This is an optimization exercise on Yosys and OpenROAD, whose aim is small area, not a production implementation. Only simulation tests tie the RTL to the original design; equivalence was not proved. Power and IR drop assume default switching activity.

`flow/run.sh`:
```
#!/bin/bash
# synth_recipe.tcl (not shown) runs the flow's synth.tcl, then flattens the netlist and writes it again
# the make line also repeats each setting of config.mk as NAME=value (left out here)
make -C /OpenROAD-flow-scripts/flow DESIGN_CONFIG=/design/flow/config.mk WORK_HOME=/design/flow/orfs CLKGATE_MAP_FILE= SYNTH_SCRIPT=/design/flow/synth_recipe.tcl finish
```
`flow/config.mk`:
```
export PLATFORM = sky130hd
export DESIGN_NAME = camp_watch
export DESIGN_NICKNAME = camp_watch
export VERILOG_FILES = /design/flow/design.v
export SDC_FILE = /design/flow/constraint.sdc
export NUM_CORES = 4
export LEC_CHECK = 0
export CAP_MARGIN = 20
export CORE_MARGIN = 2
export CORE_UTILIZATION = 45
export PLACE_DENSITY = 0.6
export SLEW_MARGIN = 20
```
`flow/constraint.sdc`:
```
create_clock -name core_clock -period 10.0 [get_ports {clk}]
set_input_delay 2.0000 -clock core_clock [delete_from_list [all_inputs] [get_ports {clk}]]
set_output_delay 2.0000 -clock core_clock [all_outputs]
set_load 0.01 [all_outputs]
```
`flow/design.v`:
```
module camp_watch (
    input  wire        clk,
    input  wire        rst,           
    input  wire        tick,
    output wire        busy,
    input  wire        cfg_req,
    input  wire        cfg_we,
    input  wire        cfg_secure,
    input  wire [11:0] cfg_addr,
    input  wire [31:0] cfg_wdata,
    output reg         cfg_ack,
    output reg  [31:0] cfg_rdata,
    input  wire [7:0]  wpin,
    input  wire [31:0] tbase,
    output reg         rd_req,
    output reg         rd_kind,
    output wire [31:0] rd_src,
    output wire        rd_world,
    input  wire        rd_ack,
    input  wire        rd_ok,
    input  wire [31:0] rd_data,
    output reg         act_req,
    output reg  [2:0]  act_code,
    output wire [2:0]  act_entry,
    output reg  [31:0] act_arg,
    output wire [31:0] act_src,
    output wire [31:0] act_sample,
    output wire [15:0] act_match,
    output wire        act_world,
    input  wire        act_ack,
    input  wire        act_ok
);
    localparam [21:0] PERIOD_MAX = 22'd3600000;
    reg [8*1-1:0]  en_r;
    reg [8*2-1:0]  kind_r;
    reg [8*3-1:0]  op_r;
    reg [8*3-1:0]  action_r;
    reg [8*1-1:0]  oneshot_r;
    reg [8*1-1:0]  world_r;
    reg [8*1-1:0]  fired_r;
    reg [8*22-1:0] period_r;
    reg [8*32-1:0] src_r;
    reg [8*32-1:0] mask_r;
    reg [8*32-1:0] value_r;
    reg [8*32-1:0] arg_r;
    reg [8*32-1:0] last_r;
    reg [8*12-1:0] match_r;
    reg [8*12-1:0] skip_r;
    reg [8*22-1:0] rem_r;      
    reg [8*1-1:0]  havem_r;    
    reg  [2:0] ptr;            
    reg        sweep;          
    wire        en_e      = sweep ? 1'b0         : en_r[0];
    wire [1:0]  kind_e    = sweep ? 2'd0         : kind_r[1:0];
    wire [2:0]  op_e      = sweep ? 3'd0         : op_r[2:0];
    wire [2:0]  action_e  = sweep ? 3'd0         : action_r[2:0];
    wire        oneshot_e = sweep ? 1'b0         : oneshot_r[0];
    wire        world_e   = sweep ? 1'b0         : world_r[0];
    wire        fired_e   = sweep ? 1'b0         : fired_r[0];
    wire [21:0] period_e  = sweep ? 22'd1000     : period_r[21:0];
    wire [31:0] src_e     = sweep ? 32'd0        : src_r[31:0];
    wire [31:0] mask_e    = sweep ? 32'hFFFFFFFF : mask_r[31:0];
    wire [31:0] value_e   = sweep ? 32'd0        : value_r[31:0];
    wire [31:0] arg_e     = sweep ? 32'd0        : arg_r[31:0];
    wire [31:0] last_e    = sweep ? 32'd0        : last_r[31:0];
    wire [11:0] match_e   = sweep ? 12'd0        : match_r[11:0];
    wire [11:0] skip_e    = sweep ? 12'd0        : skip_r[11:0];
    wire [21:0] rem_e     = sweep ? 22'd0        : rem_r[21:0];
    wire        havem_e   = sweep ? 1'b0         : havem_r[0];
    reg        g_en;
    reg        cfgerr;
    localparam S_IDLE = 3'd0, S_SCAN = 3'd1, S_READ = 3'd2, S_EVAL = 3'd3,
               S_ACT  = 3'd4, S_FIX  = 3'd5, S_DONE = 3'd6;
    reg [2:0]  state;
    reg [2:0]  idx;
    reg        s_ok;
    reg [31:0] s_val;
    reg [31:0] h_src;
    reg        h_world;
    reg [11:0] h_match;
    assign busy       = (state != S_IDLE);
    assign rd_src     = h_src;
    assign rd_world   = h_world;
    assign act_src    = h_src;
    assign act_world  = h_world;
    assign act_entry  = idx;
    assign act_sample = s_val;
    assign act_match  = {4'd0, h_match};
    wire        is_g0   = (cfg_addr[11:2] == 10'd0);
    wire        is_g1   = (cfg_addr[11:2] == 10'd1);
    wire        is_ent  = (cfg_addr[11:8] == 4'h1) || (cfg_addr[11:8] == 4'h2);
    wire [2:0]  c_ent   = cfg_addr[8:6];
    wire [3:0]  c_off   = cfg_addr[5:2];
    wire [2:0]  w_op     = (cfg_wdata[5:3] == 3'd7) ? 3'd6 : cfg_wdata[5:3];
    wire [2:0]  w_action = (cfg_wdata[8:6] == 3'd7) ? 3'd0 : cfg_wdata[8:6];
    wire [21:0] w_period = (cfg_wdata[21:0] == 22'd0) ? 22'd1 :
                           (cfg_wdata[21:0] > PERIOD_MAX) ? PERIOD_MAX : cfg_wdata[21:0];
    wire        c_go    = cfg_req && !cfg_ack && !busy && (!is_ent || (c_ent == ptr));
    wire        hd_cfg  = c_go && cfg_we && is_ent && !(world_e && !cfg_secure);
    wire        w_ctl   = hd_cfg && (c_off == 4'd0);
    wire        w_keep  = w_ctl && en_e && cfg_wdata[0];           
    wire        w_apply = w_ctl && !(en_e && cfg_wdata[0]);        
    wire        w_new   = w_apply && cfg_wdata[0];                 
    wire        w_fld   = hd_cfg && !en_e;
    wire        w_err   = (w_keep && (cfg_wdata[2:1] != kind_e || w_op != op_e ||
                                      w_action != action_e || cfg_wdata[9] != oneshot_e)) ||
                          (hd_cfg && en_e && c_off != 4'd0 && c_off <= 4'd5);
    wire        at_idx  = (ptr == idx);
    wire        hd_scan = (state == S_SCAN) && at_idx;
    wire        hd_eval = (state == S_EVAL) && at_idx;
    wire        hd_fix  = (state == S_FIX)  && at_idx;
    wire        rem_le1 = (rem_e[21:1] == 21'd0);
    wire        due     = g_en && en_e && rem_le1;
    wire        direct  = hd_scan && due && kind_e[1];             
    wire [31:0] s_cur   = (state == S_EVAL) ? s_val : (kind_e[0] ? tbase : {24'd0, wpin});
    wire        ev      = hd_eval || direct;
    wire        ev_ok   = ev && ((state == S_EVAL) ? s_ok : 1'b1);
    wire        ev_fail = hd_eval && !s_ok;
    wire [31:0] cur_m   = s_cur & mask_e;
    wire [31:0] cur_prv = last_e & mask_e;
    reg         cur_hit;
    always @(*) begin
        case (op_e)
            3'd0: cur_hit = (cur_m == value_e);
            3'd1: cur_hit = (cur_m != value_e);
            3'd2: cur_hit = (cur_m <  value_e);
            3'd3: cur_hit = (cur_m >= value_e);
            3'd4: cur_hit = havem_e && (cur_m != cur_prv);
            3'd5: cur_hit = havem_e && (cur_m == value_e) && (cur_prv != value_e);
            default: cur_hit = 1'b1;
        endcase
    end
    wire        hit      = ev_ok && cur_hit;
    wire        refuse   = (action_e == 3'd3) && (arg_e[1:0] == 2'd3);
    wire        do_act   = hit && !refuse && (action_e != 3'd0);
    wire [11:0] match_inc = (match_e == 12'hFFF) ? 12'hFFF : match_e + 12'd1;
    wire [11:0] skip_inc  = (skip_e  == 12'hFFF) ? 12'hFFF : skip_e  + 12'd1;
    wire        skip_up   = ev_fail || (hit && refuse) || hd_fix;
    wire        en_d      = w_apply ? cfg_wdata[0] : ((hit && oneshot_e) ? 1'b0 : en_e);
    wire [1:0]  kind_d    = w_apply ? cfg_wdata[2:1] : kind_e;
    wire [2:0]  op_d      = w_apply ? w_op : op_e;
    wire [2:0]  action_d  = w_apply ? w_action : action_e;
    wire        oneshot_d = w_apply ? cfg_wdata[9] : oneshot_e;
    wire        world_d   = w_apply ? cfg_secure : world_e;
    wire        fired_d   = (w_ctl && cfg_wdata[11]) ? 1'b0 : (hit ? 1'b1 : fired_e);
    wire [21:0] period_d  = (w_fld && c_off == 4'd1) ? w_period  : period_e;
    wire [31:0] src_d     = (w_fld && c_off == 4'd2) ? cfg_wdata : src_e;
    wire [31:0] mask_d    = (w_fld && c_off == 4'd3) ? cfg_wdata : mask_e;
    wire [31:0] value_d   = (w_fld && c_off == 4'd4) ? cfg_wdata : value_e;
    wire [31:0] arg_d     = (w_fld && c_off == 4'd5) ? cfg_wdata : arg_e;
    wire [31:0] last_d    = ev_ok ? s_cur : last_e;
    wire [11:0] match_d   = hit ? match_inc : match_e;
    wire [11:0] skip_d    = skip_up ? skip_inc : skip_e;
    wire [21:0] rem_d     = w_new ? 22'd0 :
                            hd_scan ? (due ? period_e : (rem_le1 ? 22'd0 : rem_e - 22'd1)) :
                            rem_e;
    wire        havem_d   = ev_ok ? 1'b1 : (w_new ? 1'b0 : havem_e);
    always @(posedge clk) begin
        en_r      <= {en_d,      en_r[7:1]};
        kind_r    <= {kind_d,    kind_r[15:2]};
        op_r      <= {op_d,      op_r[23:3]};
        action_r  <= {action_d,  action_r[23:3]};
        oneshot_r <= {oneshot_d, oneshot_r[7:1]};
        world_r   <= {world_d,   world_r[7:1]};
        fired_r   <= {fired_d,   fired_r[7:1]};
        period_r  <= {period_d,  period_r[8*22-1:22]};
        src_r     <= {src_d,     src_r[8*32-1:32]};
        mask_r    <= {mask_d,    mask_r[8*32-1:32]};
        value_r   <= {value_d,   value_r[8*32-1:32]};
        arg_r     <= {arg_d,     arg_r[8*32-1:32]};
        last_r    <= {last_d,    last_r[8*32-1:32]};
        match_r   <= {match_d,   match_r[8*12-1:12]};
        skip_r    <= {skip_d,    skip_r[8*12-1:12]};
        rem_r     <= {rem_d,     rem_r[8*22-1:22]};
        havem_r   <= {havem_d,   havem_r[7:1]};
    end
    reg [31:0] rdata_next;
    always @(*) begin
        rdata_next = 32'd0;
        if (is_g0)
            rdata_next = {16'd0, 8'd8, 7'd0, g_en};
        else if (is_g1)
            rdata_next = {29'd0, cfgerr, 1'b0, busy};
        else if (is_ent) begin
            case (c_off)
                4'd0: rdata_next = {20'd0, fired_e, world_e, oneshot_e, action_e, op_e, kind_e, en_e};
                4'd1: rdata_next = {10'd0, period_e};
                4'd2: rdata_next = src_e;
                4'd3: rdata_next = mask_e;
                4'd4: rdata_next = value_e;
                4'd5: rdata_next = arg_e;
                4'd6: rdata_next = last_e;
                4'd7: rdata_next = {20'd0, match_e};
                4'd8: rdata_next = {20'd0, skip_e};
                default: rdata_next = 32'd0;
            endcase
        end
    end
    always @(posedge clk)
        cfg_rdata <= rdata_next;
    reg  [31:0] i3c_keep;
    always @(*) begin
        case (h_src[17:16])
            2'd0: i3c_keep = 32'h0000_00FF;
            2'd1: i3c_keep = 32'h0000_FFFF;
            2'd2: i3c_keep = 32'h00FF_FFFF;
            default: i3c_keep = 32'hFFFF_FFFF;
        endcase
    end
    wire last_idx = (idx == 3'd7);
    always @(posedge clk) begin
        if (hd_scan && due) begin
            h_src    <= src_e;
            h_world  <= world_e;
            rd_kind  <= kind_e[0];
            act_code <= action_e;
            act_arg  <= arg_e;
        end
        if (direct)
            s_val <= s_cur;
        else if (state == S_READ && rd_ack)
            s_val <= rd_kind ? (rd_data & i3c_keep) : rd_data;
        if (state == S_READ && rd_ack)
            s_ok <= rd_ok;
        if (ev)
            h_match <= match_inc;
        if (rst) begin
            ptr     <= 3'd0;
            sweep   <= 1'b1;
            g_en    <= 1'b0;
            cfgerr  <= 1'b0;
            cfg_ack <= 1'b0;
            state   <= S_IDLE;
            idx     <= 3'd0;
            rd_req  <= 1'b0;
            act_req <= 1'b0;
        end else begin
            ptr   <= ptr + 3'd1;
            if (ptr == 3'd7)
                sweep <= 1'b0;
            cfg_ack <= c_go;
            if (c_go && cfg_we) begin
                if (is_g0 && cfg_secure)
                    g_en <= cfg_wdata[0];
                if (is_g1 && cfg_wdata[2])
                    cfgerr <= 1'b0;
            end
            if (w_err)
                cfgerr <= 1'b1;
            case (state)
                S_IDLE: begin
                    if (tick) begin
                        idx   <= 3'd0;
                        state <= S_SCAN;
                    end
                end
                S_SCAN: begin
                    if (at_idx) begin
                        if (due && !kind_e[1]) begin
                            rd_req <= 1'b1;
                            state  <= S_READ;
                        end else if (do_act) begin
                            act_req <= 1'b1;
                            state   <= S_ACT;
                        end else begin
                            idx <= idx + 3'd1;
                            if (last_idx) state <= S_IDLE;
                        end
                    end
                end
                S_READ: begin
                    if (rd_ack) begin
                        rd_req <= 1'b0;
                        state  <= S_EVAL;
                    end
                end
                S_EVAL: begin
                    if (at_idx) begin
                        if (do_act) begin
                            act_req <= 1'b1;
                            state   <= S_ACT;
                        end else begin
                            idx   <= idx + 3'd1;
                            state <= last_idx ? S_IDLE : S_SCAN;
                        end
                    end
                end
                S_ACT: begin
                    if (act_ack) begin
                        act_req <= 1'b0;
                        if (!act_ok)
                            state <= S_FIX;
                        else begin
                            idx   <= idx + 3'd1;
                            state <= last_idx ? S_DONE : S_SCAN;
                        end
                    end
                end
                S_DONE: state <= S_IDLE;
                default: begin    
                    if (at_idx) begin
                        idx   <= idx + 3'd1;
                        state <= last_idx ? S_IDLE : S_SCAN;
                    end
                end
            endcase
        end
    end
endmodule
```
==> flow_metrics.env, run 1 <==
export IMPL_cts_tree="done"
export IMPL_slew_viol_final=0
export IMPL_cts_root_buf="clkbuf_16"
export IMPL_grt_antenna_before_repair=14
export IMPL_coreArea_sq_um=119800
export IMPL_synth_edf_count=114
export IMPL_rsz0062_at_grt="no"
export IMPL_period_share=0.6319
export IMPL_seq_area_frac_synth=0.7917
export IMPL_stdcell_area_sq_um=65490
export IMPL_cp_data_required_time_ps=10660
export IMPL_rows=127
export IMPL_ctsResizeCount=0
export IMPL_grt_pass1_wl_mm=202.8
export IMPL_max_cap_violations=0
export IMPL_wl_mm=144.5
export IMPL_cts_setup_buffers=0
export IMPL_vias=30980
export IMPL_ios=315
export IMPL_reg2reg_depth=18
export IMPL_numCtsBuffers=190
export IMPL_syn_to_final_growth_pct=20.70
export IMPL_drt_iter0_drc=3017
export IMPL_grt_pass1_vias=29050
export IMPL_fin_setup_tns_ps=0
export IMPL_synthDistinctLibCells=88
export IMPL_finalCriticalPeriod_ps=6319
export IMPL_hpwl_mm=100.7
export IMPL_synthCells=4015
export IMPL_die_area_sq_um=123400
export IMPL_finalHoldViolCount=0
export IMPL_fin_skew_ps=50.39
export IMPL_synth_seq_cells=2089
export IMPL_drive_gt1_frac=0.1053
export IMPL_htreeDepth=4
export IMPL_async_reset_ff_frac=0
export IMPL_place_area_sq_um=58950
export IMPL_num_nets_final=4547
export IMPL_fp_dieH_um=351.3
export IMPL_p_total_uw=16410
export IMPL_cp_end_kind="flip-flop"
export IMPL_grtUsageTotal=0.2314
export IMPL_clk_latency_ps=800
export IMPL_crit_path_start_kind="flip-flop"
export IMPL_ant_nets=0
export IMPL_synth_area_leaders="dfxtp_1 (73%), edfxtp_1 (6.3%), nand2_1 (1.8%)"
export IMPL_crit_type="flip-flop to flip-flop"
export IMPL_synth_top_area_frac=0.7286
export IMPL_vias_per_cell=5.030
export IMPL_fmax_mhz=158.3
export IMPL_worst_path_max_fanout=30
export IMPL_first_pass_iters=6
export IMPL_leakagePower_uw=0.02517
export IMPL_hold_path_cell_count=0
export IMPL_cts_sinks=2089
export IMPL_clockBufferDepth=3
export IMPL_yosysWarnings=1
export IMPL_status="no timing/DRC/antenna violations"
export IMPL_clk_pin_slew_ps=60
export IMPL_synth_cell_area_sq_um=54260
export IMPL_synth_ff_type="dfxtp_1"
export IMPL_peakVddDrop_uv=186.7
export IMPL_holdBufCountCts=0
export IMPL_die_x_um=351.3
export IMPL_worstMarginPinSlew_ps=1252
export IMPL_start_util=0.4529
export IMPL_hold_path_class="flip-flop to flip-flop"
export IMPL_wire_per_inst_um=23.47
export IMPL_drc=0
export IMPL_n_fill_cell=9985
export IMPL_max_slew_margin=0.1436
export IMPL_overflow=0
export IMPL_portBuffers=308
export IMPL_post_route_util=0.5466
export IMPL_routabilityCongestion=0.9404
export IMPL_avgSynthCellArea_sq_um=13.51
export IMPL_p_per_area_nw_per_um2=250.6
export IMPL_synth_top_cell_by_area="dfxtp_1"
export IMPL_setup_viol=0
export IMPL_critPathArrivalTime_ps=6980
export IMPL_grt_max_degree=70
[cells by family (layout without fill, tap and decap cells)]
group                    Yosys count  in the layout  share of synthesized area
buffers and inverters            232            755                    0.02001
flip-flops                      2089           2089                     0.7917
multiplexers                      98             98                    0.01988
adder cells (fa/ha/maj)           39             39                   0.008993
other                              1             10                 0.00006911
AND/OR/NAND/NOR                  913            913                    0.08082
AO/OA/AOI/OAI                    588            588                    0.06961
XOR/XNOR                          55             55                   0.008877
[per-stage QoR]
| stage | cells | setup slack [ps] | hold slack, ps |
|---|---|---|---|
| finish | 6159 | 3681 | 293.5 |
| global route | 6153 | 3588 | 298.0 |
| CTS | 6153 | 3847 | 292.7 |
| detailed placement | 5802 | 3250 | 312.1 |
| global placement | 5802 | 3206 | 309.5 |
| floorplan | 4018 | 4643 | 309.6 |
[sequential cells by signal, indices dropped and copies added (netlist names), 96 cells and up]
name and flops:
period_r 176, skip_r 96, match_r 96, src_r 256
last_r 256, rem_r 176, mask_r 256, value_r 256
arg_r 256
[critical path, cell delays in order (launching register included)]
cell and delay (ps):
dfxtp_1 320, buf_4 380, nand2b_4 300, inv_2 750, mux2_2 480, mux2i_1 540
nor2_1 130, ha_1 320, nand4_1 110, nor3_1 70, a21boi_0 130, or4_1 490
a21oi_1 190, mux2i_1 210, a221oi_1 150, o31ai_2 540, nand2_1 470, and3_1 340
a311oi_2 230
[worst paths after layout]
kind,slack [ps],start,to
worst min register to register,290,skip_r[58],skip_r[46]
worst min-delay path,290,skip_r[58],skip_r[46]
worst max-delay path,3680,kind_r[0],skip_r[95]
worst max register to register,3680,kind_r[0],skip_r[95]
[power by group]
part | leakage [uW] | total [uW] | internal, uW | switching [uW]
sequential | 0.0169 | 8590 | 8530 | 62.3
combinational | 0.00505 | 489 | 176 | 313
clock | 0.00322 | 7330 | 4240 | 3090
[layer usage]
layer  vias up  GRT usage  part of all wire
met5         -          0           0.00049
li1      14360          -                 -
met4        12     0.1029             0.042
met3       293    0.05203             0.078
met2      1242     0.3462              0.43
met1     15070     0.3212              0.45
[cell usage after synthesis (12+ instances only)]
master / instances
ha_1: 39
a211oi_1: 14
inv_1: 40
xnor2_1: 30
a2111oi_0: 12
and3_1: 20
clkbuf_1: 100
xor2_1: 25
nand3b_1: 16
o21ai_0: 183
dfxtp_1: 1975
mux2_2: 69
a22oi_1: 41
nand4_1: 23
buf_1: 18
nor2_1: 257
mux2i_1: 26
nand2_1: 262
nor2b_1: 104
nand3_1: 89
o22ai_1: 23
a31oi_1: 30
a21oi_1: 135
buf_2: 27
nor3_1: 47
a22o_1: 12
buf_4: 42
nor4_1: 17
and2_1: 14
a221oi_1: 19
edfxtp_1: 114
[layout make-up]
class                      instances  area [sq um]  area share
inverter                          41         156.4    0.002388
sequential                      2089         42970      0.6560
clock buffer                     278          5698     0.08700
multi-input combinational       1697         10320      0.1575
tap                             1612          2017     0.03080
antenna                            6         15.01   0.0002292
timing repair buffer             363          3496     0.05338
clock inverter                    73         830.8     0.01269
[cells in the final DEF, fill, tap and decap left out, types with 25 or more instances in the layout]
master              n
clkbuf_16         200
nor2_1            252
clkbuf_8           40
a21oi_1           134
a31oi_1            30
nor3_1             44
clkdlybuf4s50_1   308
nor2b_1           103
nand2_1           260
edfxtp_1          114
a22oi_1            41
nand3_1            89
ha_1               39
xor2_1             25
o21ai_0           183
mux2_2             69
mux2i_1            26
clkbuf_1           38
xnor2_1            30
dfxtp_1          1974
inv_1              39
buf_4              55
clkinv_2           34
==> run 2, diff against run 1 <==
--- a/flow/config.mk
+++ b/flow/config.mk
@@ -7,6 +7,6 @@
 export LEC_CHECK = 0
 export CAP_MARGIN = 20
 export CORE_MARGIN = 2
-export CORE_UTILIZATION = 45
-export PLACE_DENSITY = 0.6
+export CORE_UTILIZATION = 65
+export PLACE_DENSITY = 0.75
 export SLEW_MARGIN = 20
==> flow_metrics.env, run 2 <==
export IMPL_internal_power_uw=12570
export IMPL_power_frac_clock=0.431
export IMPL_finalHoldViolCount=0
export IMPL_ios=315
export IMPL_worst_path_max_fanout=43
export IMPL_synthDistinctLibCells=88
export IMPL_seq_area_frac_synth=0.7917
export IMPL_syn_to_final_growth_pct=18.28
export IMPL_clockBufferDepth=3
export IMPL_max_slew_margin=0.1999
export IMPL_layout_commonest_cell="dfxtp_1"
export IMPL_start_util=0.6587
export IMPL_seqPwrFrac=0.539
export IMPL_cp_end_kind="flip-flop"
export IMPL_async_reset_ff_frac=0
export IMPL_status="no timing/DRC/antenna violations"
export IMPL_clk_latency_ps=770
export IMPL_setup_viol=0
export IMPL_critPathArrivalTime_ps=7010
export IMPL_hold_path_class="flip-flop to flip-flop"
export IMPL_grt_max_degree=69
export IMPL_worstMarginPinSlew_ps=1170
export IMPL_layout_common_cells="dfxtp_1 (1,974), clkdlybuf4s50_1 (308), nand2_1 (261), nor2_1 (253), clkbuf_16 (189)"
export IMPL_leakagePower_uw=0.02484
export IMPL_synth_cell_area_sq_um=54260
export IMPL_cts_root_buf="clkbuf_16"
export IMPL_yosysWarnings=1
export IMPL_rows=105
export IMPL_grtUsageTotal=0.3211
export IMPL_synth_common_cells="dfxtp_1 (1,975), nand2_1 (262), nor2_1 (257)"
export IMPL_wl_mm=139.5
export IMPL_vias_per_cell=5.693
export IMPL_ant_nets=0
export IMPL_die_area_sq_um=85810
export IMPL_first_pass_iters=7
export IMPL_synth_top_area_frac=0.7286
export IMPL_p_per_area_nw_per_um2=248.4
export IMPL_switching_share=0.2116
export IMPL_p_sw_uw=3373
export IMPL_synthCells=4015
export IMPL_drive_gt1_frac=0.09450
export IMPL_ctsResizeCount=0
export IMPL_grt_pass1_wl_mm=200.3
export IMPL_wire_per_inst_um=24.97
export IMPL_htreeDepth=4
export IMPL_die_x_um=292.9
export IMPL_fp_dieH_um=292.9
export IMPL_grt_antenna_before_repair=12
export IMPL_max_cap_violations=0
export IMPL_drc=0
export IMPL_slew_viol_final=0
export IMPL_peakVddDrop_uv=189.6
export IMPL_synth_edf_count=114
export IMPL_setup_ws_ps=3607
export IMPL_hpwl_mm=91.79
export IMPL_cts_tree="done"
export IMPL_num_nets_final=4526
export IMPL_numCtsBuffers=179
export IMPL_fin_skew_ps=26.45
export IMPL_cts_setup_buffers=0
export IMPL_avgSynthCellArea_sq_um=13.51
export IMPL_routabilityCongestion=0.9746
export IMPL_crit_path_start_kind="flip-flop"
export IMPL_overflow=0
export IMPL_synth_area_leaders="dfxtp_1 (73%), edfxtp_1 (6.3%), nand2_1 (1.8%)"
export IMPL_vias=31800
export IMPL_drt_iter0_drc=3309
export IMPL_portBuffers=308
export IMPL_yosysMostFrequentCell="dfxtp_1"
export IMPL_finalCriticalPeriod_ps=6393
export IMPL_pwr_share_comb=0.030
export IMPL_grt_pass1_vias=31500
export IMPL_synth_ff_type="dfxtp_1"
export IMPL_cp_data_required_time_ps=10620
export IMPL_holdBufCountCts=0
export IMPL_rsz0062_at_grt="no"
export IMPL_fmax_mhz=156.4
export IMPL_period_share=0.6393
export IMPL_post_place_ws_ps=3359
export IMPL_clk_pin_slew_ps=60
export IMPL_crit_type="flip-flop to flip-flop"
export IMPL_cts_sinks=2089
export IMPL_synth_seq_cells=2089
export IMPL_fin_setup_tns_ps=0
export IMPL_coreArea_sq_um=82370
export IMPL_synth_top_cell_by_area="dfxtp_1"
==> run 2: cell counts after synthesis <==
Identical to the previous run, type by type.
==> run 2: path summary, 6_finish.rpt <==
| path | start | to | slack (ps) | cells past startpoint |
|---|---|---|---|---|
| worst max-delay path | state[2] | idx[0] | 3610 | 18 |
| worst min-delay path | arg_r[72] | arg_r[40] | 310 | 0 |
| worst max register to register | state[2] | idx[0] | 3610 | 18 |
| worst min register to register | arg_r[72] | arg_r[40] | 310 | 0 |
==> run 2: per-layer routing <==
metal / global-route usage / vias to the layer above / share of wire
met5: 0 / - / 0.00034
met2: 0.5027 / 1638 / 0.45
met3: 0.08298 / 374 / 0.093
met4: 0.1520 / 8 / 0.047
li1: - / 14290 / -
met1: 0.4203 / 15490 / 0.41
==> run 2: kinds of logic (layout without fill, tap and decap cells) <==
kind of cell | count (synthesis) | after routing | synth area share
multiplexers | 98 | 98 | 0.01988
AND/OR/NAND/NOR | 913 | 913 | 0.08082
AO/OA/AOI/OAI | 588 | 588 | 0.06961
other | 1 | 12 | 0.00006911
flip-flops | 2089 | 2089 | 0.7917
XOR/XNOR | 55 | 55 | 0.008877
adder cells (fa/ha/maj) | 39 | 39 | 0.008993
buffers and inverters | 232 | 722 | 0.02001
==> run 2: critical path, cell delays in order, from the launching register on <==
cell	delay (ps)
dfxtp_1	310
buf_4	320
and3b_2	250
buf_4	280
nor2_1	900
a22oi_1	530
nor2_1	230
ha_1	260
nand4_1	120
nor3_1	80
a21boi_0	130
or4_1	480
a21oi_1	190
mux2i_1	110
a221oi_1	640
nor3_1	310
o31ai_1	690
mux2i_1	270
nor2_1	50
==> run 2: per-stage QoR <==
stage	power [uW]	hold slack, ps	cells	util	area (sq um)
after floorplan	8986	309.6	4018	-	54270
after global placement	9216	309.5	5250	0.7063	58180
after detailed placement	9230	312.1	5250	0.7063	58180
after CTS	15980	309.0	5578	0.7789	64160
after global routing	16340	318.3	5578	0.7789	64160
final	15940	311.1	5586	0.7791	64180
==> run 2: power by group through the flow <==
stage	clock network [uW]	logic (uW)	registers, uW
after floorplan	0	230	8760
after global placement	0	446	8770
after detailed placement	0	453	8780
after CTS	6930	459	8590
after global routing	7250	496	8600
final	6870	475	8590
==> run 2: area by class of cell <==
type / instances / area [sq um]
clock inverters: 54 / 569.3
well taps: 1070 / 1339
repair buffers: 353 / 3421
clock buffers: 274 / 5409
flip-flops and latches: 2089 / 42970
diodes: 8 / 20.02
multi-input cells: 1697 / 10300
inverters: 41 / 156.4
fillers: 4779 / 18190
==> run 3, diff against run 2 <==
--- a/flow/design.v
+++ b/flow/design.v
@@ -65,8 +65,8 @@
     wire [31:0] last_e    = sweep ? 32'd0        : last_r[31:0];
     wire [11:0] match_e   = sweep ? 12'd0        : match_r[11:0];
     wire [11:0] skip_e    = sweep ? 12'd0        : skip_r[11:0];
-    wire [21:0] rem_e     = sweep ? 22'd0        : rem_r[21:0];
-    wire        havem_e   = sweep ? 1'b0         : havem_r[0];
+    wire [21:0] rem_e     = rem_r[21:0];        
+    wire        havem_e   = havem_r[0];         
     reg        g_en;
     reg        cfgerr;
     localparam S_IDLE = 3'd0, S_SCAN = 3'd1, S_READ = 3'd2, S_EVAL = 3'd3,
@@ -174,30 +174,36 @@
         rem_r     <= {rem_d,     rem_r[8*22-1:22]};
         havem_r   <= {havem_d,   havem_r[7:1]};
     end
-    reg [31:0] rdata_next;
+    reg        rs_g0, rs_g1, rs_ent;
+    reg  [3:0] rs_off;
+    always @(posedge clk) begin
+        rs_g0  <= is_g0;
+        rs_g1  <= is_g1;
+        rs_ent <= is_ent;
+        rs_off <= c_off;
+    end
     always @(*) begin
-        rdata_next = 32'd0;
-        if (is_g0)
-            rdata_next = {16'd0, 8'd8, 7'd0, g_en};
-        else if (is_g1)
-            rdata_next = {29'd0, cfgerr, 1'b0, busy};
-        else if (is_ent) begin
-            case (c_off)
-                4'd0: rdata_next = {20'd0, fired_e, world_e, oneshot_e, action_e, op_e, kind_e, en_e};
-                4'd1: rdata_next = {10'd0, period_e};
-                4'd2: rdata_next = src_e;
-                4'd3: rdata_next = mask_e;
-                4'd4: rdata_next = value_e;
-                4'd5: rdata_next = arg_e;
-                4'd6: rdata_next = last_e;
-                4'd7: rdata_next = {20'd0, match_e};
-                4'd8: rdata_next = {20'd0, skip_e};
-                default: rdata_next = 32'd0;
+        cfg_rdata = 32'd0;
+        if (rs_g0)
+            cfg_rdata = {16'd0, 8'd8, 7'd0, g_en};
+        else if (rs_g1)
+            cfg_rdata = {29'd0, cfgerr, 1'b0, busy};
+        else if (rs_ent) begin
+            case (rs_off)
+                4'd0: cfg_rdata = {20'd0, fired_r[7], world_r[7], oneshot_r[7], action_r[23:21],
+                                   op_r[23:21], kind_r[15:14], en_r[7]};
+                4'd1: cfg_rdata = {10'd0, period_r[8*22-1 -: 22]};
+                4'd2: cfg_rdata = src_r[8*32-1 -: 32];
+                4'd3: cfg_rdata = mask_r[8*32-1 -: 32];
+                4'd4: cfg_rdata = value_r[8*32-1 -: 32];
+                4'd5: cfg_rdata = arg_r[8*32-1 -: 32];
+                4'd6: cfg_rdata = last_r[8*32-1 -: 32];
+                4'd7: cfg_rdata = {20'd0, match_r[8*12-1 -: 12]};
+                4'd8: cfg_rdata = {20'd0, skip_r[8*12-1 -: 12]};
+                default: cfg_rdata = 32'd0;
             endcase
         end
     end
-    always @(posedge clk)
-        cfg_rdata <= rdata_next;
     reg  [31:0] i3c_keep;
     always @(*) begin
         case (h_src[17:16])
==> flow/flow/run.sh (new file) <==
#!/bin/bash
# The standard layout (standard.sh, unchanged synthesis, floorplan, power grid and
# routing) with two settings of its own:
#  - ports are buffered with the smallest buffer, sky130_fd_sc_hd__buf_1;
#  - clock tree synthesis builds small clusters of clkbuf_4 leaf buffers and
#    inserts no dummy loads.
# The make output goes to flow_make.log in this folder; ORFS keeps each tool's own
# log under orfs/logs/.
set -euo pipefail
export BUFFER_PORTS_ARGS="-buffer_cell sky130_fd_sc_hd__buf_1"
export CTS_ARGS="-sink_clustering_enable -repair_clock_nets -dont_use_dummy_load -buf_list sky130_fd_sc_hd__clkbuf_4 -sink_clustering_size 10 -sink_clustering_max_diameter 40"
bash standard.sh finish > flow_make.log 2>&1
==> flow/standard.sh (new file) <==
#!/bin/bash
# synth_recipe.tcl (not shown) runs the flow's synth.tcl, then flattens the netlist and writes it again
# the make line also repeats each setting of config.mk as NAME=value (left out here)
make -C /OpenROAD-flow-scripts/flow DESIGN_CONFIG=/design/flow/config.mk WORK_HOME=/design/flow/orfs CLKGATE_MAP_FILE= SYNTH_SCRIPT=/design/flow/synth_recipe.tcl "${@:-finish}"
removed: flow/run.sh
==> flow_metrics.env, run 3 <==
export IMPL_synth_seq_cells=2064
export IMPL_synthCells=3857
export IMPL_synth_top_cell_by_area="dfxtp_1"
export IMPL_yosysWarnings=1
export IMPL_synth_ff_type="dfxtp_1"
export IMPL_worst_path_max_fanout=28
export IMPL_num_nets_final=4438
export IMPL_max_stage_delay_ps=910
export IMPL_crit_path_start_kind="flip-flop"
export IMPL_synth_cell_area_sq_um=53500
export IMPL_seqPwrFrac=0.677
export IMPL_cp_common_cell="nand3_1"
export IMPL_hpwl_mm=85.69
export IMPL_clk_latency_ps=1120
export IMPL_yosysMostFrequentCell="dfxtp_1"
export IMPL_cp_top_family="simple AND/OR/NAND/NOR gates"
export IMPL_synth_common_cells="dfxtp_1 (1,950), nor2_1 (191), nand2_1 (190)"
export IMPL_layout_commonest_cell="dfxtp_1"
export IMPL_fmax_mhz=153.8
export IMPL_worstMarginPinSlew_ps=1121
export IMPL_finalHoldViolCount=0
export IMPL_routabilityCongestion=0.9352
export IMPL_async_reset_ff_frac=0
export IMPL_max_cap_violations=0
export IMPL_status="no timing/DRC/antenna violations"
export IMPL_drt_iter0_drc=3034
export IMPL_critPathBufInv=1
export IMPL_rsz0062_at_grt="no"
export IMPL_synth_edf_count=114
export IMPL_synthDistinctLibCells=101
export IMPL_holdBufCountCts=0
export IMPL_place_area_sq_um=55640
export IMPL_post_place_ws_ps=3168
export IMPL_switching_share=0.2293
export IMPL_cts_sinks=2064
export IMPL_worstPathCellList="nand2b_2, inv_2, a31oi_1, nor2_1, ha_1, nand4_1, nor4_1, nand3_1, or4b_2, o221ai_1, nand3_1, a21oi_2, o21ai_4, or4b_1, nand2_1"
export IMPL_power_frac_clock=0.262
export IMPL_critPathArrivalTime_ps=7490
export IMPL_drive_gt1_frac=0.09693
export IMPL_setup_viol=0
export IMPL_grt_pass1_vias=28260
export IMPL_portBuffers=308
export IMPL_synth_top_area_frac=0.7296
export IMPL_die_area_sq_um=84630
export IMPL_layout_common_cells="dfxtp_1 (1,949), buf_1 (308), clkbuf_4 (233), nand2_1 (189), nor2_1 (186)"
export IMPL_vias_per_cell=5.634
export IMPL_numCtsBuffers=233
export IMPL_finalCriticalPeriod_ps=6502
export IMPL_p_sw_uw=2953
export IMPL_first_pass_iters=9
export IMPL_period_share=0.6502
export IMPL_start_util=0.6537
export IMPL_cp_end_kind="flip-flop"
export IMPL_p_per_area_nw_per_um2=224.3
export IMPL_stdcell_area_sq_um=57410
export IMPL_grt_max_degree=67
export IMPL_wire_per_inst_um=22.96
export IMPL_fin_skew_ps=143.3
export IMPL_pwr_share_comb=0.061
export IMPL_die_x_um=290.9
export IMPL_fin_setup_tns_ps=0
export IMPL_synth_area_leaders="dfxtp_1 (73%), edfxtp_1 (6.4%), mux2_2 (1.7%)"
export IMPL_setup_ws_ps=3498
export IMPL_hold_path_class="flip-flop to flip-flop"
export IMPL_drc=0
export IMPL_cts_tree="done"
export IMPL_overflow=0
export IMPL_crit_type="flip-flop to flip-flop"
export IMPL_grt_antenna_before_repair=11
export IMPL_rows=105
export IMPL_avgSynthCellArea_sq_um=13.87
export IMPL_vias=30130
export IMPL_cts_root_buf="clkbuf_4"
export IMPL_cp_data_required_time_ps=10980
export IMPL_peakVddDrop_uv=132.7
export IMPL_clk_pin_slew_ps=110
export IMPL_crit_slowest_cell="nor4_1"
export IMPL_leakagePower_uw=0.02225
export IMPL_slew_viol_final=0
export IMPL_max_slew_margin=0.2525
export IMPL_grt_pass1_wl_mm=177.9
export IMPL_wl_mm=122.8
export IMPL_coreArea_sq_um=81850
export IMPL_ant_nets=0
export IMPL_clockBufferDepth=3
export IMPL_htreeDepth=4
export IMPL_ctsResizeCount=0
export IMPL_internal_power_uw=9925
export IMPL_grtUsageTotal=0.2878
export IMPL_ios=315
export IMPL_cts_setup_buffers=0
export IMPL_seq_area_frac_synth=0.7936
export IMPL_syn_to_final_growth_pct=7.301
export IMPL_fp_dieH_um=290.9
run 3: power by group through the flow:
stage	Sequential [uW]	Clock, uW	Combinational (uW)
after floorplan	8870	0	478
after global placement	8890	0	758
after detailed placement	8910	0	768
after CTS	8720	3450	773
after global routing	8750	3790	844
final	8720	3370	784
run 3: path summary, 6_finish.rpt:
| path | from | to | slack (ps) | cells past startpoint |
|---|---|---|---|---|
| setup / recovery | sweep | skip_r[94] | 3500 | 15 |
| hold / removal | arg_r[55] | arg_r[23] | 250 | 0 |
| setup reg to reg | sweep | skip_r[94] | 3500 | 15 |
| hold reg to reg | arg_r[55] | arg_r[23] | 250 | 0 |
run 3: metrics by stage:
stage / hold WS, ps / total power, uW / std cells / util
after floorplan: 309.6 / 9346 / 3860 / -
after global placement: 309.6 / 9651 / 5108 / 0.6798
after detailed placement: 312.1 / 9680 / 5108 / 0.6798
after CTS: 240.2 / 12950 / 5341 / 0.7012
after global routing: 256.3 / 13380 / 5347 / 0.7014
final: 246.6 / 12880 / 5348 / 0.7014
run 3: cells by family after synthesis:
kind of cell / count (synthesis) / share of synthesized area
AO/OA/AOI/OAI: 597 / 0.07338
XOR/XNOR: 43 / 0.007039
adder cells (fa/ha/maj): 39 / 0.009120
buffers and inverters: 218 / 0.01845
flip-flops: 2064 / 0.7936
multiplexers: 103 / 0.02114
other: 1 / 0.00007009
AND/OR/NAND/NOR: 792 / 0.07719
run 3: layout make-up:
class                      count  area, sq um
inverter                      39        147.6
multi-input combinational   1578        10170
fill                        5632        24440
clock buffer                 233         1749
sequential                  2064        42460
tap                         1070         1339
antenna                        7        17.52
timing repair buffer         357         1524
run 3: routing by layer:
layer / GRT usage / routed length, um
met1: 0.4414 / 56750
met2: 0.4075 / 51610
met3: 0.06108 / 11180
met4: 0.09579 / 3224
met5: 0 / 0
==> run 4, diff against run 3 <==
--- a/flow/design.v
+++ b/flow/design.v
@@ -48,25 +48,27 @@
     reg [8*12-1:0] skip_r;
     reg [8*22-1:0] rem_r;      
     reg [8*1-1:0]  havem_r;    
+    reg [8*1-1:0]  peq_r;      
+    wire        en_e      = en_r[0];
+    wire [1:0]  kind_e    = kind_r[1:0];
+    wire [2:0]  op_e      = op_r[2:0];
+    wire [2:0]  action_e  = action_r[2:0];
+    wire        oneshot_e = oneshot_r[0];
+    wire        world_e   = world_r[0];
+    wire        fired_e   = fired_r[0];
+    wire [21:0] period_e  = period_r[21:0];
+    wire [31:0] src_e     = src_r[31:0];
+    wire [31:0] mask_e    = mask_r[31:0];
+    wire [31:0] value_e   = value_r[31:0];
+    wire [31:0] arg_e     = arg_r[31:0];
+    wire [31:0] last_e    = last_r[31:0];
+    wire [11:0] match_e   = match_r[11:0];
+    wire [11:0] skip_e    = skip_r[11:0];
+    wire [21:0] rem_e     = rem_r[21:0];
+    wire        havem_e   = havem_r[0];
+    wire        peq_e     = peq_r[0];
     reg  [2:0] ptr;            
     reg        sweep;          
-    wire        en_e      = sweep ? 1'b0         : en_r[0];
-    wire [1:0]  kind_e    = sweep ? 2'd0         : kind_r[1:0];
-    wire [2:0]  op_e      = sweep ? 3'd0         : op_r[2:0];
-    wire [2:0]  action_e  = sweep ? 3'd0         : action_r[2:0];
-    wire        oneshot_e = sweep ? 1'b0         : oneshot_r[0];
-    wire        world_e   = sweep ? 1'b0         : world_r[0];
-    wire        fired_e   = sweep ? 1'b0         : fired_r[0];
-    wire [21:0] period_e  = sweep ? 22'd1000     : period_r[21:0];
-    wire [31:0] src_e     = sweep ? 32'd0        : src_r[31:0];
-    wire [31:0] mask_e    = sweep ? 32'hFFFFFFFF : mask_r[31:0];
-    wire [31:0] value_e   = sweep ? 32'd0        : value_r[31:0];
-    wire [31:0] arg_e     = sweep ? 32'd0        : arg_r[31:0];
-    wire [31:0] last_e    = sweep ? 32'd0        : last_r[31:0];
-    wire [11:0] match_e   = sweep ? 12'd0        : match_r[11:0];
-    wire [11:0] skip_e    = sweep ? 12'd0        : skip_r[11:0];
-    wire [21:0] rem_e     = rem_r[21:0];        
-    wire        havem_e   = havem_r[0];         
     reg        g_en;
     reg        cfgerr;
     localparam S_IDLE = 3'd0, S_SCAN = 3'd1, S_READ = 3'd2, S_EVAL = 3'd3,
@@ -95,7 +97,7 @@
     wire [2:0]  w_action = (cfg_wdata[8:6] == 3'd7) ? 3'd0 : cfg_wdata[8:6];
     wire [21:0] w_period = (cfg_wdata[21:0] == 22'd0) ? 22'd1 :
                            (cfg_wdata[21:0] > PERIOD_MAX) ? PERIOD_MAX : cfg_wdata[21:0];
-    wire        c_go    = cfg_req && !cfg_ack && !busy && (!is_ent || (c_ent == ptr));
+    wire        c_go    = cfg_req && !cfg_ack && !busy && !sweep && (!is_ent || (c_ent == ptr));
     wire        hd_cfg  = c_go && cfg_we && is_ent && !(world_e && !cfg_secure);
     wire        w_ctl   = hd_cfg && (c_off == 4'd0);
     wire        w_keep  = w_ctl && en_e && cfg_wdata[0];           
@@ -105,28 +107,26 @@
     wire        w_err   = (w_keep && (cfg_wdata[2:1] != kind_e || w_op != op_e ||
                                       w_action != action_e || cfg_wdata[9] != oneshot_e)) ||
                           (hd_cfg && en_e && c_off != 4'd0 && c_off <= 4'd5);
-    wire        at_idx  = (ptr == idx);
+    wire        at_idx  = (ptr == idx) && !sweep;
     wire        hd_scan = (state == S_SCAN) && at_idx;
     wire        hd_eval = (state == S_EVAL) && at_idx;
     wire        hd_fix  = (state == S_FIX)  && at_idx;
     wire        rem_le1 = (rem_e[21:1] == 21'd0);
     wire        due     = g_en && en_e && rem_le1;
-    wire        direct  = hd_scan && due && kind_e[1];             
-    wire [31:0] s_cur   = (state == S_EVAL) ? s_val : (kind_e[0] ? tbase : {24'd0, wpin});
-    wire        ev      = hd_eval || direct;
-    wire        ev_ok   = ev && ((state == S_EVAL) ? s_ok : 1'b1);
+    wire        ev_ok   = hd_eval && s_ok;
     wire        ev_fail = hd_eval && !s_ok;
-    wire [31:0] cur_m   = s_cur & mask_e;
+    wire [31:0] cur_m   = s_val & mask_e;
     wire [31:0] cur_prv = last_e & mask_e;
+    wire        cur_eq  = (cur_m == value_e);
     reg         cur_hit;
     always @(*) begin
         case (op_e)
-            3'd0: cur_hit = (cur_m == value_e);
-            3'd1: cur_hit = (cur_m != value_e);
+            3'd0: cur_hit = cur_eq;
+            3'd1: cur_hit = !cur_eq;
             3'd2: cur_hit = (cur_m <  value_e);
             3'd3: cur_hit = (cur_m >= value_e);
             3'd4: cur_hit = havem_e && (cur_m != cur_prv);
-            3'd5: cur_hit = havem_e && (cur_m == value_e) && (cur_prv != value_e);
+            3'd5: cur_hit = havem_e && cur_eq && !peq_e;
             default: cur_hit = 1'b1;
         endcase
     end
@@ -136,25 +136,35 @@
     wire [11:0] match_inc = (match_e == 12'hFFF) ? 12'hFFF : match_e + 12'd1;
     wire [11:0] skip_inc  = (skip_e  == 12'hFFF) ? 12'hFFF : skip_e  + 12'd1;
     wire        skip_up   = ev_fail || (hit && refuse) || hd_fix;
-    wire        en_d      = w_apply ? cfg_wdata[0] : ((hit && oneshot_e) ? 1'b0 : en_e);
-    wire [1:0]  kind_d    = w_apply ? cfg_wdata[2:1] : kind_e;
-    wire [2:0]  op_d      = w_apply ? w_op : op_e;
-    wire [2:0]  action_d  = w_apply ? w_action : action_e;
-    wire        oneshot_d = w_apply ? cfg_wdata[9] : oneshot_e;
-    wire        world_d   = w_apply ? cfg_secure : world_e;
-    wire        fired_d   = (w_ctl && cfg_wdata[11]) ? 1'b0 : (hit ? 1'b1 : fired_e);
-    wire [21:0] period_d  = (w_fld && c_off == 4'd1) ? w_period  : period_e;
-    wire [31:0] src_d     = (w_fld && c_off == 4'd2) ? cfg_wdata : src_e;
-    wire [31:0] mask_d    = (w_fld && c_off == 4'd3) ? cfg_wdata : mask_e;
-    wire [31:0] value_d   = (w_fld && c_off == 4'd4) ? cfg_wdata : value_e;
-    wire [31:0] arg_d     = (w_fld && c_off == 4'd5) ? cfg_wdata : arg_e;
-    wire [31:0] last_d    = ev_ok ? s_cur : last_e;
-    wire [11:0] match_d   = hit ? match_inc : match_e;
-    wire [11:0] skip_d    = skip_up ? skip_inc : skip_e;
+    wire [31:0] wd_0     = sweep ? 32'd0 : cfg_wdata;
+    wire [31:0] wd_1     = sweep ? 32'hFFFF_FFFF : cfg_wdata;
+    wire [21:0] wd_per   = sweep ? 22'd1000 : w_period;
+    wire        ld_ctl   = w_apply || sweep;
+    wire        ld_per   = (w_fld && c_off == 4'd1) || sweep;
+    wire        ld_src   = (w_fld && c_off == 4'd2) || sweep;
+    wire        ld_mask  = (w_fld && c_off == 4'd3) || sweep;
+    wire        ld_value = (w_fld && c_off == 4'd4) || sweep;
+    wire        ld_arg   = (w_fld && c_off == 4'd5) || sweep;
+    wire        en_d      = ld_ctl ? wd_0[0] : ((hit && oneshot_e) ? 1'b0 : en_e);
+    wire [1:0]  kind_d    = ld_ctl ? wd_0[2:1] : kind_e;
+    wire [2:0]  op_d      = ld_ctl ? (sweep ? 3'd0 : w_op) : op_e;
+    wire [2:0]  action_d  = ld_ctl ? (sweep ? 3'd0 : w_action) : action_e;
+    wire        oneshot_d = ld_ctl ? wd_0[9] : oneshot_e;
+    wire        world_d   = ld_ctl ? (cfg_secure && !sweep) : world_e;
+    wire        fired_d   = (sweep || (w_ctl && cfg_wdata[11])) ? 1'b0 : (hit ? 1'b1 : fired_e);
+    wire [21:0] period_d  = ld_per   ? wd_per : period_e;
+    wire [31:0] src_d     = ld_src   ? wd_0   : src_e;
+    wire [31:0] mask_d    = ld_mask  ? wd_1   : mask_e;
+    wire [31:0] value_d   = ld_value ? wd_0   : value_e;
+    wire [31:0] arg_d     = ld_arg   ? wd_0   : arg_e;
+    wire [31:0] last_d    = sweep ? 32'd0 : (ev_ok ? s_val : last_e);
+    wire [11:0] match_d   = sweep ? 12'd0 : (hit ? match_inc : match_e);
+    wire [11:0] skip_d    = sweep ? 12'd0 : (skip_up ? skip_inc : skip_e);
     wire [21:0] rem_d     = w_new ? 22'd0 :
                             hd_scan ? (due ? period_e : (rem_le1 ? 22'd0 : rem_e - 22'd1)) :
                             rem_e;
     wire        havem_d   = ev_ok ? 1'b1 : (w_new ? 1'b0 : havem_e);
+    wire        peq_d     = ev_ok ? cur_eq : peq_e;
     always @(posedge clk) begin
         en_r      <= {en_d,      en_r[7:1]};
         kind_r    <= {kind_d,    kind_r[15:2]};
@@ -173,6 +183,7 @@
         skip_r    <= {skip_d,    skip_r[8*12-1:12]};
         rem_r     <= {rem_d,     rem_r[8*22-1:22]};
         havem_r   <= {havem_d,   havem_r[7:1]};
+        peq_r     <= {peq_d,     peq_r[7:1]};
     end
     reg        rs_g0, rs_g1, rs_ent;
     reg  [3:0] rs_off;
@@ -214,21 +225,23 @@
         endcase
     end
     wire last_idx = (idx == 3'd7);
+    wire take     = hd_scan && due;
     always @(posedge clk) begin
-        if (hd_scan && due) begin
+        if (take) begin
             h_src    <= src_e;
             h_world  <= world_e;
             rd_kind  <= kind_e[0];
             act_code <= action_e;
             act_arg  <= arg_e;
         end
-        if (direct)
-            s_val <= s_cur;
-        else if (state == S_READ && rd_ack)
+        if (take && kind_e[1]) begin
+            s_val <= kind_e[0] ? tbase : {24'd0, wpin};
+            s_ok  <= 1'b1;
+        end else if (state == S_READ && rd_ack) begin
             s_val <= rd_kind ? (rd_data & i3c_keep) : rd_data;
-        if (state == S_READ && rd_ack)
-            s_ok <= rd_ok;
-        if (ev)
+            s_ok  <= rd_ok;
+        end
+        if (hd_eval)
             h_match <= match_inc;
         if (rst) begin
             ptr     <= 3'd0;
@@ -262,12 +275,9 @@
                 end
                 S_SCAN: begin
                     if (at_idx) begin
-                        if (due && !kind_e[1]) begin
-                            rd_req <= 1'b1;
-                            state  <= S_READ;
-                        end else if (do_act) begin
-                            act_req <= 1'b1;
-                            state   <= S_ACT;
+                        if (due) begin
+                            rd_req <= !kind_e[1];
+                            state  <= kind_e[1] ? S_EVAL : S_READ;
                         end else begin
                             idx <= idx + 3'd1;
                             if (last_idx) state <= S_IDLE;
==> flow_metrics.env, run 4 <==
export IMPL_critPathBufInv=2
export IMPL_cts_tree="done"
export IMPL_ant_nets=0
export IMPL_r2r_end="match_r[88]"
export IMPL_portBuffers=308
export IMPL_finalCriticalPeriod_ps=6359
export IMPL_clk_pin_slew_ps=100
export IMPL_cp_top_family="compound AO/OA/AOI/OAI gates"
export IMPL_layout_common_cells="dfxtp_1 (1,957), nand2_1 (447), buf_1 (308), clkbuf_4 (228), a21oi_1 (217)"
export IMPL_grt_max_degree=66
export IMPL_syn_to_final_growth_pct=7.389
export IMPL_fmax_mhz=157.3
export IMPL_setup_ws_ps=3641
export IMPL_synth_area_leaders="dfxtp_1 (76%), edfxtp_1 (6.5%), nand2_1 (3.2%)"
export IMPL_drc=0
export IMPL_post_place_ws_ps=4791
export IMPL_max_stage_delay_ps=700
export IMPL_dp_cells=4995
export IMPL_status="no timing/DRC/antenna violations"
export IMPL_n_fill_cell=5367
export IMPL_p_per_area_nw_per_um2=215.7
export IMPL_routabilityCongestion=0.9065
export IMPL_first_pass_iters=6
export IMPL_synthDistinctLibCells=75
export IMPL_synth_common_cells="dfxtp_1 (1,959), nand2_1 (449), a21oi_1 (217)"
export IMPL_clockBufferDepth=3
export IMPL_synth_mux_area_frac=0.005084
export IMPL_highest_layer="met5"
export IMPL_worst_path_stages=8
export IMPL_rsz0062_at_grt="no"
export IMPL_setup_viol=0
export IMPL_rows=103
export IMPL_grtUsageTotal=0.2730
export IMPL_die_area_sq_um=82170
export IMPL_die_x_um=286.7
export IMPL_cts_setup_buffers=0
export IMPL_ctsResizeCount=0
export IMPL_startpoint="rs_off[1]"
export IMPL_synth_top_cell_by_area="dfxtp_1"
export IMPL_grt_pass1_vias=26890
export IMPL_synth_edf_count=113
export IMPL_cts_sinks=2072
export IMPL_yosysMostFrequentCell="dfxtp_1"
export IMPL_period_share=0.6359
export IMPL_peakVddDrop_uv=109.9
export IMPL_start_util=0.6574
export IMPL_synth_xor_area_frac=0.009782
export IMPL_yosysWarnings=1
export IMPL_synthCells=3763
export IMPL_synth_top_area_frac=0.7552
export IMPL_ios=315
export IMPL_worstMarginPinSlew_ps=1111
export IMPL_crit_path_start_kind="flip-flop"
export IMPL_layout_cells_non_filler=5227
export IMPL_hold_path_class="flip-flop to flip-flop"
export IMPL_avgSynthCellArea_sq_um=13.80
export IMPL_critPathArrivalTime_ps=4360
export IMPL_wire_per_inst_um=21.47
export IMPL_worstReg2RegStart="s_val[17]"
export IMPL_finalHoldViolCount=0
export IMPL_overflow=0
export IMPL_wl_met1_mm=50.21
export IMPL_synth_cell_area_sq_um=51930
export IMPL_cp_end_kind="output pin"
export IMPL_holdBufCountCts=0
export IMPL_yosys_area_share_simple=0.07317
export IMPL_fin_skew_ps=156.9
export IMPL_async_reset_ff_frac=0
export IMPL_grt_pass1_wl_mm=163.3
export IMPL_hpwl_mm=75.17
export IMPL_drive_gt1_frac=0.07692
export IMPL_htreeDepth=4
export IMPL_coreArea_sq_um=79000
export IMPL_synth_seq_cells=2072
export IMPL_wl_met2_mm=50.31
export IMPL_leakagePower_uw=0.02086
export IMPL_yosys_area_share_adder=0.009396
export IMPL_slew_viol_final=0
export IMPL_rrSetupSlack_ps=5770
export IMPL_cp_endpoint="cfg_rdata[0]"
export IMPL_synth_ff_type="dfxtp_1"
export IMPL_max_cap_violations=0
export IMPL_crit_slowest_cell="nor3_4"
export IMPL_layout_commonest_cell="dfxtp_1"
export IMPL_synth_compound_area_share=0.06252
export IMPL_clk_latency_ps=1120
export IMPL_fp_dieH_um=286.7
export IMPL_vias=28270
export IMPL_worstPathCellList="nand2_1, nor3_4, buf_4, a222oi_1, a31oi_1, a21oi_1, o21ai_0, buf_1"
export IMPL_reg2reg_depth=10
export IMPL_cts_root_buf="clkbuf_4"
export IMPL_cp_data_required_time_ps=8000
export IMPL_drt_iter0_drc=2344
export IMPL_worst_path_max_fanout=22
export IMPL_num_nets_final=4340
export IMPL_numCtsBuffers=228
export IMPL_crit_type="flip-flop to output pin"
export IMPL_grt_antenna_before_repair=6
export IMPL_max_slew_margin=0.2569
export IMPL_vias_per_cell=5.408
export IMPL_synth_top_family_by_area="simple AND/OR/NAND/NOR gates"
export IMPL_wl_mm=112.2
export IMPL_fin_setup_tns_ps=0
export IMPL_dr_wl_met3_mm=8.444
export IMPL_seq_area_frac_synth=0.8205
## run 4: cell count changes in the layout (fill, tap and decap cells not counted), moves of 23 or more
| cell | change |
|---|---|
| o21ai_0 | -54 |
| and3_1 | -23 |
| nor2b_1 | -91 |
| a21oi_1 | +45 |
| and2_1 | +29 |
| mux2_2 | -76 |
| nor2_1 | -104 |
| nand2_1 | +258 |
## run 4: cells by family after synthesis
| logic type | after synthesis |
|---|---|
| simple gates | 833 |
| mux | 26 |
| flops | 2072 |
| xor+xnor | 58 |
| fa+ha+maj | 39 |
| other cells | 1 |
| buf+inv | 219 |
| compound gates | 515 |
## run 4: area by class of cell
class / instances / area, sq um / area share
diodes: 4 / 10.01 / 0.0001795
clock buffers: 228 / 1712 / 0.03069
inverters: 46 / 172.7 / 0.003096
multi-input cells: 1475 / 8459 / 0.1517
flip-flops and latches: 2072 / 42620 / 0.7641
well taps: 1050 / 1314 / 0.02356
repair buffers: 352 / 1486 / 0.02665
## run 4: how the worst min path moves through the flow
stage             startpoint             to  slack, ps  cells past startpoint
3_3_place_gp   period_r[122]  period_r[100]        310                      0
3_5_place_dp      last_r[55]     last_r[23]        310                      0
6_report        period_r[57]   period_r[35]        260                      0
4_1_cts          match_r[80]    match_r[68]        240                      0
5_1_grt          match_r[69]    match_r[57]        230                      0
2_1_floorplan    action_r[3]    action_r[0]        310                      0
## run 4: per-layer routing
| metal | vias up | GRT usage |
|---|---|---|
| met3 | 218 | 0.05859 |
| li1 | 13320 | - |
| met4 | 2 | 0.1001 |
| met5 | - | 0 |
| met1 | 13500 | 0.3859 |
| met2 | 1226 | 0.4185 |
## run 4: where the power goes
part           total (uW)  leakage [uW]  switching [uW]  internal, uW
Combinational         293       0.00314             194          99.4
Clock                3340       0.00105            2300          1040
Sequential           8400        0.0167            54.3          8340
## run 4: metrics by stage
stage	power (uW)	utilization	area (sq um)	hold slack [ps]
after floorplan	8724	-	51940	309.6
after global placement	8867	0.6839	54030	309.5
after detailed placement	8874	0.6840	54040	312.1
after CTS	12110	0.7057	55750	237.6
after global routing	12490	0.7059	55760	229.8
final	12030	0.7060	55770	255.0
==> run 5, diff against run 4 <==
--- a/flow/design.v
+++ b/flow/design.v
@@ -117,14 +117,23 @@
     wire        ev_fail = hd_eval && !s_ok;
     wire [31:0] cur_m   = s_val & mask_e;
     wire [31:0] cur_prv = last_e & mask_e;
-    wire        cur_eq  = (cur_m == value_e);
+    wire [31:0] cur_x   = cur_m ^ value_e;
+    wire        cur_eq  = ~|cur_x;
+    reg  [31:0] x_above;      
+    integer k;
+    always @(*) begin
+        x_above[31] = 1'b0;
+        for (k = 30; k >= 0; k = k - 1)
+            x_above[k] = x_above[k+1] | cur_x[k+1];
+    end
+    wire        cur_lt  = |(cur_x & value_e & ~x_above);
     reg         cur_hit;
     always @(*) begin
         case (op_e)
             3'd0: cur_hit = cur_eq;
             3'd1: cur_hit = !cur_eq;
-            3'd2: cur_hit = (cur_m <  value_e);
-            3'd3: cur_hit = (cur_m >= value_e);
+            3'd2: cur_hit = cur_lt;
+            3'd3: cur_hit = !cur_lt;
             3'd4: cur_hit = havem_e && (cur_m != cur_prv);
             3'd5: cur_hit = havem_e && cur_eq && !peq_e;
             default: cur_hit = 1'b1;
==> flow_metrics.env, run 5 <==
export IMPL_max_cap_violations=0
export IMPL_num_nets_final=4302
export IMPL_post_place_ws_ps=4550
export IMPL_regArea_sq_um=42620
export IMPL_place_area_sq_um=53820
export IMPL_vias_per_cell=5.358
export IMPL_cp_data_required_time_ps=8000
export IMPL_layout_common_cells="dfxtp_1 (1,957), nand2_1 (488), buf_1 (308), clkbuf_4 (230), a21oi_1 (222)"
export IMPL_holdBufCountCts=0
export IMPL_synth_area_leaders="dfxtp_1 (76%), edfxtp_1 (6.6%), nand2_1 (3.5%)"
export IMPL_crit_path_start_kind="flip-flop"
export IMPL_worstReg2RegStart="sweep"
export IMPL_grt_max_degree=67
export IMPL_reg2reg_depth=10
export IMPL_rrSetupSlack_ps=5130
export IMPL_layout_commonest_cell="dfxtp_1"
export IMPL_cts_tree="done"
export IMPL_finalCriticalPeriod_ps=5855
export IMPL_start_util=0.6556
export IMPL_critPathArrivalTime_ps=3860
export IMPL_hold_path_cell_count=0
export IMPL_htreeDepth=4
export IMPL_setup_ws_ps=4145
export IMPL_max_slew_margin=0.2796
export IMPL_first_pass_iters=6
export IMPL_drive_gt1_frac=0.07860
export IMPL_async_reset_ff_frac=0
export IMPL_cp_top_family="compound AO/OA/AOI/OAI gates"
export IMPL_yosysWarnings=1
export IMPL_grt_antenna_before_repair=5
export IMPL_finalHoldViolCount=0
export IMPL_crit_slowest_cell="a222oi_1"
export IMPL_cts_sinks=2072
export IMPL_synth_cell_area_sq_um=51710
export IMPL_p_total_uw=12060
export IMPL_hold_path_class="flip-flop to flip-flop"
export IMPL_ctsResizeCount=0
export IMPL_synthDistinctLibCells=76
export IMPL_cp_end_kind="output pin"
export IMPL_layout_cells_non_filler=5188
export IMPL_avgSynthCellArea_sq_um=13.90
export IMPL_grt_pass1_vias=26360
export IMPL_n_fill_cell=5366
export IMPL_min_from="skip_r[16]"
export IMPL_dp_cells=4954
export IMPL_period_share=0.5855
export IMPL_wl_mm=109.0
export IMPL_status="no timing/DRC/antenna violations"
export IMPL_grtUsageTotal=0.2648
export IMPL_hpwl_mm=73.04
export IMPL_drc=0
export IMPL_overflow=0
export IMPL_synthCells=3721
export IMPL_vias=27800
export IMPL_worstMarginPinSlew_ps=1077
export IMPL_setup_viol=0
export IMPL_crit_type="flip-flop to output pin"
export IMPL_r2r_end="skip_r[91]"
export IMPL_synth_edf_count=113
export IMPL_critPathBufInv=2
export IMPL_rows=103
export IMPL_whs_endpoint="skip_r[4]"
export IMPL_clk_latency_ps=1100
export IMPL_max_stage_delay_ps=580
export IMPL_leakagePower_uw=0.02132
export IMPL_die_area_sq_um=81820
export IMPL_clockBufferDepth=3
export IMPL_multiInputGateArea_sq_um=8332
export IMPL_startpoint="rs_off[3]"
export IMPL_portBuffers=308
export IMPL_drt_iter0_drc=2601
export IMPL_syn_to_final_growth_pct=7.489
export IMPL_fmax_mhz=170.8
export IMPL_ant_nets=0
export IMPL_fin_skew_ps=120.0
export IMPL_ios=315
export IMPL_cts_setup_buffers=0
export IMPL_clk_pin_slew_ps=100
export IMPL_fin_setup_tns_ps=0
export IMPL_coreArea_sq_um=78870
export IMPL_synth_ff_type="dfxtp_1"
export IMPL_fp_dieH_um=286.0
export IMPL_synth_common_cells="dfxtp_1 (1,959), nand2_1 (489), a21oi_1 (222)"
export IMPL_p_per_area_nw_per_um2=217.0
export IMPL_numCtsBuffers=230
export IMPL_grt_pass1_wl_mm=158.6
export IMPL_wire_per_inst_um=21.00
export IMPL_synth_seq_cells=2072
export IMPL_cts_root_buf="clkbuf_4"
export IMPL_die_x_um=286.0
export IMPL_peakVddDrop_uv=111.5
export IMPL_rsz0062_at_grt="no"
export IMPL_routabilityCongestion=0.8845
export IMPL_yosysMostFrequentCell="dfxtp_1"
export IMPL_worstPathCellList="nand2b_1, nor2_4, buf_4, a222oi_1, nand3_1, a221oi_1, o21bai_1, buf_1"
export IMPL_seq_area_frac_synth=0.8241
export IMPL_slew_viol_final=0
export IMPL_stdcell_area_sq_um=55580
export IMPL_synth_top_cell_by_area="dfxtp_1"
export IMPL_synth_top_area_frac=0.7585
export IMPL_worst_path_max_fanout=32
-- run 5: area by class of cell --
type	count	share of cell area
Tap cell	1050	0.02364
Clock buffer	230	0.03107
Multi-Input combinational cell	1461	0.1499
Inverter	16	0.001081
Sequential cell	2072	0.7668
Antenna cell	3	0.0001351
Timing Repair Buffer	356	0.02742
-- run 5: worst max path at each step --
stage / to / slack, ps / cells past startpoint
6_report: cfg_rdata[11] / 4140 / 8
5_1_grt: cfg_rdata[11] / 3920 / 8
4_1_cts: cfg_rdata[11] / 4090 / 8
3_5_place_dp: havem_r[7] / 4550 / 9
3_3_place_gp: havem_r[7] / 4620 / 9
2_1_floorplan: act_arg[0] / 4980 / 7
-- run 5: cell families (layout without fill, tap and decap cells) --
kind of cell / after synthesis / in the layout / share of synthesized area
flip-flops: 2072 / 2072 / 0.8241
AND/OR/NAND/NOR: 826 / 826 / 0.07184
AO/OA/AOI/OAI: 512 / 512 / 0.06311
buffers and inverters: 191 / 602 / 0.01725
XOR/XNOR: 57 / 57 / 0.009655
adder cells (fa/ha/maj): 39 / 39 / 0.009437
multiplexers: 23 / 23 / 0.004549
other: 1 / 7 / 0.00007252
-- run 5: metal layers --
| metal | part of all wire | vias to the layer above | global-route usage |
|---|---|---|---|
| met2 | 0.44 | 1061 | 0.3986 |
| li1 | - | 13240 | - |
| met5 | 0 | - | 0 |
| met1 | 0.45 | 13270 | 0.3824 |
| met3 | 0.071 | 221 | 0.04864 |
| met4 | 0.034 | 0 | 0.1071 |
-- run 5: report_power, final --
part           internal [uW]  switching [uW]
clock                   1050            2300
combinational            101             191
sequential              8350            66.0
total                   9510            2550
-- run 5: per-stage QoR --
step | hold WS, ps | util
2_1_floorplan | 309.6 | -
3_3_place_gp | 309.6 | 0.6824
3_5_place_dp | 312.1 | 0.6824
4_1_cts | 248.2 | 0.7043
5_1_grt | 225.5 | 0.7047
6_report | 243.5 | 0.7047

## port drivers added, routing unchanged
In the flow no input, the clock included, has a driving cell. The finished layouts below were timed again as built, in two steps. Step 1, drivers: a clkbuf_16 drives clk and a buf_2 each remaining input, both assumed. Step 2 adds t to the input delays and takes it off the output delays; t is the mean of the earliest and latest rising clock arrival at the registers after step 1. Input paths then give back, and output paths get back, about the clock's delay inside the block. a / b / c = ideal / step 1 / step 2; a / b = the first two.
| run | t, ns | slack for setup (ns) | worst setup path after step 2 | clock arrival spread, ns |
|---|---|---|---|---|
| run 1 | 0.849 | 3.681 / 3.681 / 3.063 | input to register | 0.051 / 0.051 |
| run 2 | 0.831 | 3.607 / 3.607 / 3.079 | input to register | 0.029 / 0.029 |
| run 3 | 1.111 | 3.498 / 3.498 / 2.972 | input to register | 0.161 / 0.161 |
| run 4 | 1.105 | 3.641 / 3.576 / 4.635 | input to register | 0.157 / 0.157 |
| run 5 | 1.108 | 4.145 / 4.077 / 4.536 | input to register | 0.130 / 0.130 |
After both steps setup and hold are still met in every run listed. The setup slack of run 1, which loses most, moves by 0.000 ns with the drivers and by -0.618 ns with both steps.
